This is an optimization exercise on Yosys and OpenROAD, whose aim is small area, a short achievable clock period and few clock cycles, not a production implementation.
Where RTL was checked, it was by simulation tests only, not by an equivalence proof against the original.
Power and IR drop assume default switching activity.

==> flow/design.v (excerpt) <==
module mac_seq_tile (
    input  wire        clk,
    input  wire        rst,
    input  wire        start,
    input  wire        a_signed,
    input  wire        b_signed,
    input  wire [30:0] ag0_cfg,
    input  wire [30:0] ag1_cfg,
    output wire        busy,
    output reg         done,
    output wire [5:0]  i_addr,
    input  wire [31:0] i_rdata,
    output wire [7:0]  x_addr,
    output wire        x_we,
    output wire [15:0] x_wdata,
    input  wire [15:0] x_rdata,
    output wire [7:0]  y_addr,
    output wire        y_we,
    output wire [15:0] y_wdata,
    input  wire [15:0] y_rdata,
    output reg  [39:0] acc,
    output reg  [15:0] out,
    output reg  [3:0]  bx,
    output reg         ovf,
    output reg         fault,
    output reg  [1:0]  fault_code,
    output reg  [5:0]  pc
);
    localparam [1:0] F_NONE = 2'd0, F_ILLEGAL = 2'd1, F_NESTED = 2'd2;
    reg        busy_r;
    reg        run;           
    reg        first;         
    reg        fin;           
    reg        fin_halt;
    reg [5:0]  fpc;           
    reg [5:0]  ppc;           
    reg        pvalid;        
    reg        use_hold;      
    reg [18:0] hold;          
    reg        px_same, py_same;    
    reg        jc_v;          
    reg [5:0]  jc_a, jc_t;
    reg [15:0] k0, k1, xr, yr;
    reg [3:0]  det;
    reg        lp_active;
    reg [5:0]  lp_start;
    reg [5:0]  lp_end;
  ...
==> flow/config.mk <==
export PLATFORM = sky130hd
export DESIGN_NAME = mac_seq_tile
export DESIGN_NICKNAME = mac_seq_tile
export VERILOG_FILES = /design/flow/design.v
export SDC_FILE = /design/flow/constraint.sdc
export NUM_CORES = 4
export LEC_CHECK = 0
export CAP_MARGIN = 20
export CORE_MARGIN = 2
export CORE_UTILIZATION = 40
export SLEW_MARGIN = 20
==> flow/constraint.sdc <==
create_clock -name core_clock -period 20.0 [get_ports {clk}]
set_input_delay 4.0000 -clock core_clock [delete_from_list [all_inputs] [get_ports {clk}]]
set_output_delay 4.0000 -clock core_clock [all_outputs]
set_load 0.01 [all_outputs]
standard.sh (not shown) runs the stock make flow with config.mk's settings and CLKGATE_MAP_FILE= SYNTH_SCRIPT=/design/flow/synth_recipe.tcl, a recipe that flattens the netlist after the stock synthesis.
==> flow/flow/run.sh <==
#!/bin/bash
# The standard layout (the standard flow's synthesis, floorplan, placement, CTS and routing),
# with two changes to how the layout is made:
#  - repair_timing is asked for 14 ns more setup slack than the clock period
#    needs, so that the tools size the critical paths for speed;
#  - the port buffers are buf_2 cells (the standard flow picks clkdlybuf4s50_1,
#    a delay cell). Every input and output port still gets its buffer.
# The design, its synthesis, clock and constraints are the standard flow's; each run's
# output goes to its own log.
set -euo pipefail
bash standard.sh synth > synth.log 2>&1
bash standard.sh SETUP_SLACK_MARGIN=14 TNS_END_PERCENT=20 \
    "BUFFER_PORTS_ARGS=-buffer_cell sky130_fd_sc_hd__buf_2" finish > layout.log 2>&1
Testbench counts at the start, summed over its fixed seeds: cycles 37,784.
Change:
--- a/flow/design.v
+++ b/flow/design.v
@@ -26,14 +26,16 @@
     wire [8:0] step_in = cfg[17:9];
     wire [8:0] lm1_in  = cfg[26:18];
     wire [3:0] rb_in   = cfg[30:27];
     wire [10:0] nl = {2'b11, ~lm1_r};
     wire [10:0] csub;
     mac_add #(11) u_chk (.a({2'b00, sp}), .b(nl), .ci(1'b0), .s(csub));
     wire fast = csub[10];
+    wire [10:0] csub2 = csub + nl;
+    wire fast2 = csub2[10];
     reg        rdy2;
     reg [10:0] spl;       
     assign ready_nx = rdy2;
     wire [9:0]  dt = {sp, sbit};
     wire [10:0] dsub;
     mac_add #(11) u_div (.a({1'b0, dt}), .b(nl), .ci(1'b0), .s(dsub));
     wire [3:0]  cm1 = cnt - 4'd1;
@@ -54,14 +56,17 @@
             s_r   <= (rb_in > 4'd9) ? 4'd0 : 4'd9 - rb_in;
             sp    <= step_in;
             chk   <= 1'b1;
         end else if (chk) begin
             chk <= 1'b0;
             if (fast) begin
                 rdy <= 1'b1;
+            end else if (fast2) begin
+                sp  <= csub[8:0];
+                rdy <= 1'b1;
             end else begin
                 sp   <= 9'd0;
                 cnt  <= 4'd8;
                 sbit <= step_in[8];
             end
         end else if (!rdy) begin
             sp   <= dsub[10] ? dt[8:0] : dsub[8:0];
@@ -310,15 +315,18 @@
                 if (lp_left != 10'd0)
                     n_left = lp_left - 10'd1;
                 else
                     n_active = 1'b0;
             end
         end
     end
-    wire [5:0] fpc_inc = fpc + 6'd1;
+    wire [5:0] fpc_p1  = fpc + 6'd1;
+    wire       jc_inb  = lp_wrap ? (jc_t >= lp_start || jc_t <= lp_end) : (jc_t >= lp_start && jc_t <= lp_end);
+    wire       fold    = jc_v && lp_active && jc_inb && (fpc_p1 == jc_a);
+    wire [5:0] fpc_inc = fold ? jc_t : fpc_p1;
     wire       f_at_e  = (fpc == lp_end);
     wire [5:0] f_a     = (lp_active && f_at_e && lp_left != 10'd0) ? lp_start : fpc_inc;
     wire [5:0] f_b     = (f_at_e && lp_left > 10'd1) ? lp_start : fpc_inc;
     wire [5:0] f_c     = (fpc == e_new && imm[9:0] != 10'd0) ? fpc : fpc_inc;
     wire       p_loop  = exec && is_loop && !finish;
     wire       p_cnt   = exec && counts && at_end;
     wire       f_jc    = jc_v && (fpc == jc_a);
@@ -348,15 +356,15 @@
     reg [4:0]  r_p;
     reg        r_mul, r_msu, r_mac, r_clr;
     reg        r_bxclr, r_end, r_halt;
     reg        r_xskip, r_yskip;
     reg [7:0]  r_xa, r_ya;
     reg        e_wr, e_sat;
     reg [4:0]  e_p;
-    reg        e_mul, e_msu, e_mac, e_clr;
+    reg        e_mul, e_msu, e_mac;
     reg        e_bxclr, e_end, e_halt;
     reg [16:0] e_a, e_b;
     reg        w_oused, w_bxclr;
     reg        ov_n;          
     wire [15:0] o_comb;
     mac_form_o u_form (.acc(acc), .pe(e_p), .sat(e_sat), .o(o_comb));
     wire [40:0] msum;
@@ -382,15 +390,15 @@
         case (r_selb)
             2'b00:   opb = yr_new;
             2'b01:   opb = k0;
             2'b10:   opb = k1;
             default: opb = xr_new;
         endcase
     end
-    wire [16:0] opa_x = {a_signed & opa[15], opa};
+    wire [16:0] opa_x = r_clr ? 17'd0 : {a_signed & opa[15], opa};
     wire [16:0] opb_x = {b_signed & opb[15], opb} ^ {17{r_msu}};
     wire        x_new  = e_valid && e_wx;
     wire        x_cand = xb_v || x_new;
     wire        x_sch  = x_cand && !need_x;
     wire [7:0]  x_ca   = xb_v ? xb_a : e_xa;
     wire [15:0] x_cd   = xb_v ? xb_d : o_comb;
     wire        y_new  = e_valid && e_wy;
@@ -404,15 +412,15 @@
     always @(posedge clk) begin
         d_arith <= is_arith;
         d_ldk0  <= is_ldk0;
         d_ldk1  <= is_ldk1;
         d_bxclr <= is_bxclr;
         d_end   <= finish;
         d_halt  <= is_halt;
-        d_mul   <= is_arith && (op[2:0] == 3'd1 || op[2:0] == 3'd2 || op[2:0] == 3'd3);
+        d_mul   <= is_arith && (op[2:0] == 3'd1 || op[2:0] == 3'd2 || op[2:0] == 3'd3 || op[2:0] == 3'd4);
         d_mac   <= is_arith && (op[2:0] == 3'd2 || op[2:0] == 3'd3);
         d_msu   <= is_arith && (op[2:0] == 3'd3);
         d_clr   <= is_arith && (op[2:0] == 3'd4);
         d_xskip <= skip_x;
         d_yskip <= skip_y;
         d_pay   <= is_arith ? {ins[27:21], (ins[20:16] > 5'd24) ? 5'd24 : ins[20:16], ins[15:12]} : imm;
         r_arith <= d_arith;
@@ -440,15 +448,14 @@
         e_wy    <= r_wy;
         e_wr    <= r_wr;
         e_p     <= r_p;
         e_sat   <= r_sat;
         e_mul   <= r_mul;
         e_mac   <= r_mac;
         e_msu   <= r_msu;
-        e_clr   <= r_clr;
         e_bxclr <= r_bxclr;
         e_end   <= r_end;
         e_halt  <= r_halt;
         e_xa    <= r_xa;
         e_ya    <= r_ya;
         e_a     <= opa_x;
         e_b     <= opb_x;
@@ -586,19 +593,16 @@
             xa_r  <= x_sch ? x_ca : first ? xa_base : xa_nxt;
             ya_r  <= y_sch ? y_ca : first ? ya_base : ya_nxt;
             xb_v  <= x_sch ? (xb_v && x_new) : x_cand;
             yb_v  <= y_sch ? (yb_v && y_new) : y_cand;
             w_oused <= e_valid && (e_wx || e_wy || e_wr);
             w_bxclr <= e_valid && e_bxclr;
             if (e_valid) begin
-                if (e_mul) begin
+                if (e_mul)
                     acc <= msum[39:0];
-                end else if (e_clr) begin
-                    acc <= 40'd0;
-                end
                 if (e_wr)
                     out <= o_comb;
             end
             ov_n <= e_valid && e_mul && acc_ovf;
             if (e_valid && e_bxclr)
                 ovf <= 1'b0;
             else if (ov_n)
After rerunning:
- The changed run finished with timing, DRC and antenna clean
- non-clock buffer count came out higher by 31
- design area came out higher by 3.2%
- count of clock-buffer cells in the layout came out lower by 21
- total power came out higher by 13%
- register-to-register slack loses 90 ps
- cell count came out higher by 4.2%
- global-route usage came out higher by 0.71 points
- routed wire length came out higher by 6.0%
- worst setup slack loses 93 ps
- worst hold slack is about the same
- sequential share of layout area came out lower by 0.86 points
- synthesized cell count came out higher by 5.1%
- core utilization came out higher by 0.50 points
- combinational power came out higher by 30%
Testbench counts after the change, summed over its fixed seeds: cycles 37,230.

* * *

## north
Another version of the RTL of mac_seq_tile (not shown whole).
For scale: about 610 flip-flops, ~45000 sq um of cells after synthesis.
clock: 20.0 ns
lec_check: 0
cap_margin: 20
core_margin: 2
core_utilization: 40
slew_margin: 20
Scripts as last shown in full above: flow/flow/run.sh
What middle does differently from north at the input level:
--- a/flow/design.v
+++ b/flow/design.v
@@ -269,18 +269,36 @@
     wire is_loop  = (op == 4'hA);
     wire is_jmp   = (op == 4'hB);
     wire is_bxclr = (op == 4'hC);
     wire is_halt  = (op == 4'hF);
     wire is_ill   = (op == 4'h5) || (op == 4'h6) || (op == 4'h7) || (op == 4'hD) || (op == 4'hE);
     reg        e_valid, e_wx, e_wy;
     reg [7:0]  e_xa, e_ya;
+    reg        d_valid, d_arith, d_ldk0, d_ldk1, d_bxclr, d_end, d_halt;
+    reg        d_mul, d_mac, d_msu, d_clr;
+    reg        d_xskip, d_yskip;
+    reg [15:0] d_pay;         
+    wire       d_fx = d_pay[15], d_fy = d_pay[14], d_wx = d_pay[13], d_wy = d_pay[12];
+    wire       d_a0 = d_pay[11], d_a1 = d_pay[10], d_wr = d_pay[9];
+    reg        r_valid, r_arith, r_fx, r_fy, r_wx, r_wy, r_wr, r_sat, r_sela;
+    reg [1:0]  r_selb;
+    reg [4:0]  r_p;
+    reg        r_mul, r_msu, r_mac, r_clr;
+    reg        r_bxclr, r_end, r_halt;
+    reg        r_xskip, r_yskip;
+    reg        r_a0, r_a1;
+    reg [7:0]  r_xa, r_ya;
     wire x_force = xb_v && e_valid && e_wx;
     wire y_force = yb_v && e_valid && e_wy;
-    wire skip_x = px_same;
-    wire skip_y = py_same;
+    wire d_adv0 = d_valid && d_arith && d_a0;
+    wire d_adv1 = d_valid && d_arith && d_a1;
+    wire skip_x = px_same || (d_valid && d_arith && d_wx && !d_a0) ||
+                  (r_valid && r_wx && !r_a0 && !d_adv0);
+    wire skip_y = py_same || (d_valid && d_arith && d_wy && !d_a1) ||
+                  (r_valid && r_wy && !r_a1 && !d_adv1);
     wire rdy0n, rdy1n;
     wire pact  = busy_r && run && pvalid;    
     wire stall = pact && is_arith &&
                  ((i_fx && !skip_x && x_force) || (i_fy && !skip_y && y_force) ||
                   first || !rdy0n || !rdy1n);
     wire exec  = pact && !stall;
     wire [5:0] e_new     = imm[15:10];
@@ -331,37 +349,24 @@
     wire       p_cnt   = pact && counts && at_end && !stall;
     wire       f_jc    = jc_v && (fpc == jc_a);
     wire [5:0] fpc_seq = f_jc ? jc_t : p_loop ? f_c : p_cnt ? f_b : f_a;
     wire ending = pact && finish;
     wire jump   = pact && is_jmp && (fpc != tgt);    
     wire need_x = exec && is_arith && i_fx && !skip_x;
     wire need_y = exec && is_arith && i_fy && !skip_y;
-    reg        d_valid, d_arith, d_ldk0, d_ldk1, d_bxclr, d_end, d_halt;
-    reg        d_mul, d_mac, d_msu, d_clr;
-    reg        d_xskip, d_yskip;
-    reg [15:0] d_pay;         
-    wire       d_fx = d_pay[15], d_fy = d_pay[14], d_wx = d_pay[13], d_wy = d_pay[12];
-    wire       d_a0 = d_pay[11], d_a1 = d_pay[10], d_wr = d_pay[9];
     wire ag_adv0 = d_valid && d_arith && d_a0;
     wire ag_adv1 = d_valid && d_arith && d_a1;
     wire [7:0] xa_cur, ya_cur, xa_nxt, ya_nxt, xa_base, ya_base;
     wire rdy0, rdy1;
     mac_agen u_ag0 (.clk(clk), .rst(rst), .cfg(ag0_cfg), .clear(!busy_r), .init(first),
                     .adv(ag_adv0), .ready(rdy0), .ready_nx(rdy0n),
                     .addr_cur(xa_cur), .addr_nxt(xa_nxt), .base_in(xa_base));
     mac_agen u_ag1 (.clk(clk), .rst(rst), .cfg(ag1_cfg), .clear(!busy_r), .init(first),
                     .adv(ag_adv1), .ready(rdy1), .ready_nx(rdy1n),
                     .addr_cur(ya_cur), .addr_nxt(ya_nxt), .base_in(ya_base));
-    reg        r_valid, r_arith, r_fx, r_fy, r_wx, r_wy, r_wr, r_sat, r_sela;
-    reg [1:0]  r_selb;
-    reg [4:0]  r_p;
-    reg        r_mul, r_msu, r_mac, r_clr;
-    reg        r_bxclr, r_end, r_halt;
-    reg        r_xskip, r_yskip;
-    reg [7:0]  r_xa, r_ya;
     reg        e_wr, e_sat;
     reg [4:0]  e_p;
     reg        e_mul, e_msu, e_mac;
     reg        e_bxclr, e_end, e_halt;
     reg [16:0] e_a, e_b;
     reg        w_oused, w_bxclr;
     reg        ov_n;          
@@ -436,14 +441,16 @@
         r_mul   <= d_mul;
         r_mac   <= d_mac;
         r_msu   <= d_msu;
         r_clr   <= d_clr;
         r_bxclr <= d_bxclr;
         r_end   <= d_end;
         r_halt  <= d_halt;
+        r_a0    <= d_a0;
+        r_a1    <= d_a1;
         r_xskip <= d_xskip;
         r_yskip <= d_yskip;
         r_xa    <= xa_cur;
         r_ya    <= ya_cur;
         e_wx    <= r_wx;
         e_wy    <= r_wy;
         e_wr    <= r_wr;
## What came out
Diff north -> middle: part of the total power dissipated in combinational logic higher, amount of wire on met2 after detailed routing lower, length of routed met3 wiring higher. north and middle all finish clean. middle vs north, launching element of the worst setup path: e_a[3]$_SDFF_PP0_ vs e_a[8]$_SDFF_PP0_. [compare] base=north new=middle: number of sequential storage elements saw an increase, sequential share of layout area saw little to no change, highest cell delay on the worst timing path saw an increase, final area saw an increase, clock power saw a decrease. middle vs north: synthesized netlist net count down by a few percent.
Testbench counts of middle, summed over its fixed seeds: cycles 36,613.
Only the layout flow was run in north; the RTL was not checked for function there.

-- what the ideal ports hide --
No port has a modelled driver above. Below, the same layouts with a new extraction and two added sets of constraints. Step 1 (the two cells are an assumption about what drives the block):
set clk [get_ports {clk}]
set_driving_cell -lib_cell sky130_fd_sc_hd__clkbuf_16 $clk
set_driving_cell -lib_cell sky130_fd_sc_hd__buf_2 [delete_from_list [all_inputs] $clk]
Step 2 moves the port delays by t, midway between the first and last clock arrival at a register: inputs arrive t later, outputs are due t later. That takes back most of the time a late clock gives input paths. Three values: no drivers, after step 1, after step 2; two values: the first two.
run | shift t [ns] | slack for setup (ns) | worst setup path after step 2 | worst register clock-pin slew, ns
the first run of note 1 | 0.685 | 13.549 / 13.549 / 12.926 | input to register | 0.07 / 0.07
the second run of note 1 | 0.690 | 13.456 / 13.456 / 12.991 | input to register | 0.07 / 0.07
north | 0.692 | 13.631 / 13.631 / 13.140 | input to register | 0.06 / 0.06
middle | 0.681 | 13.859 / 13.859 / 13.225 | input to register | 0.07 / 0.07
After both steps every run listed still meets setup and hold. For middle, which loses most, drivers alone change the setup slack by 0.000 ns; drivers and shift together by -0.634 ns.
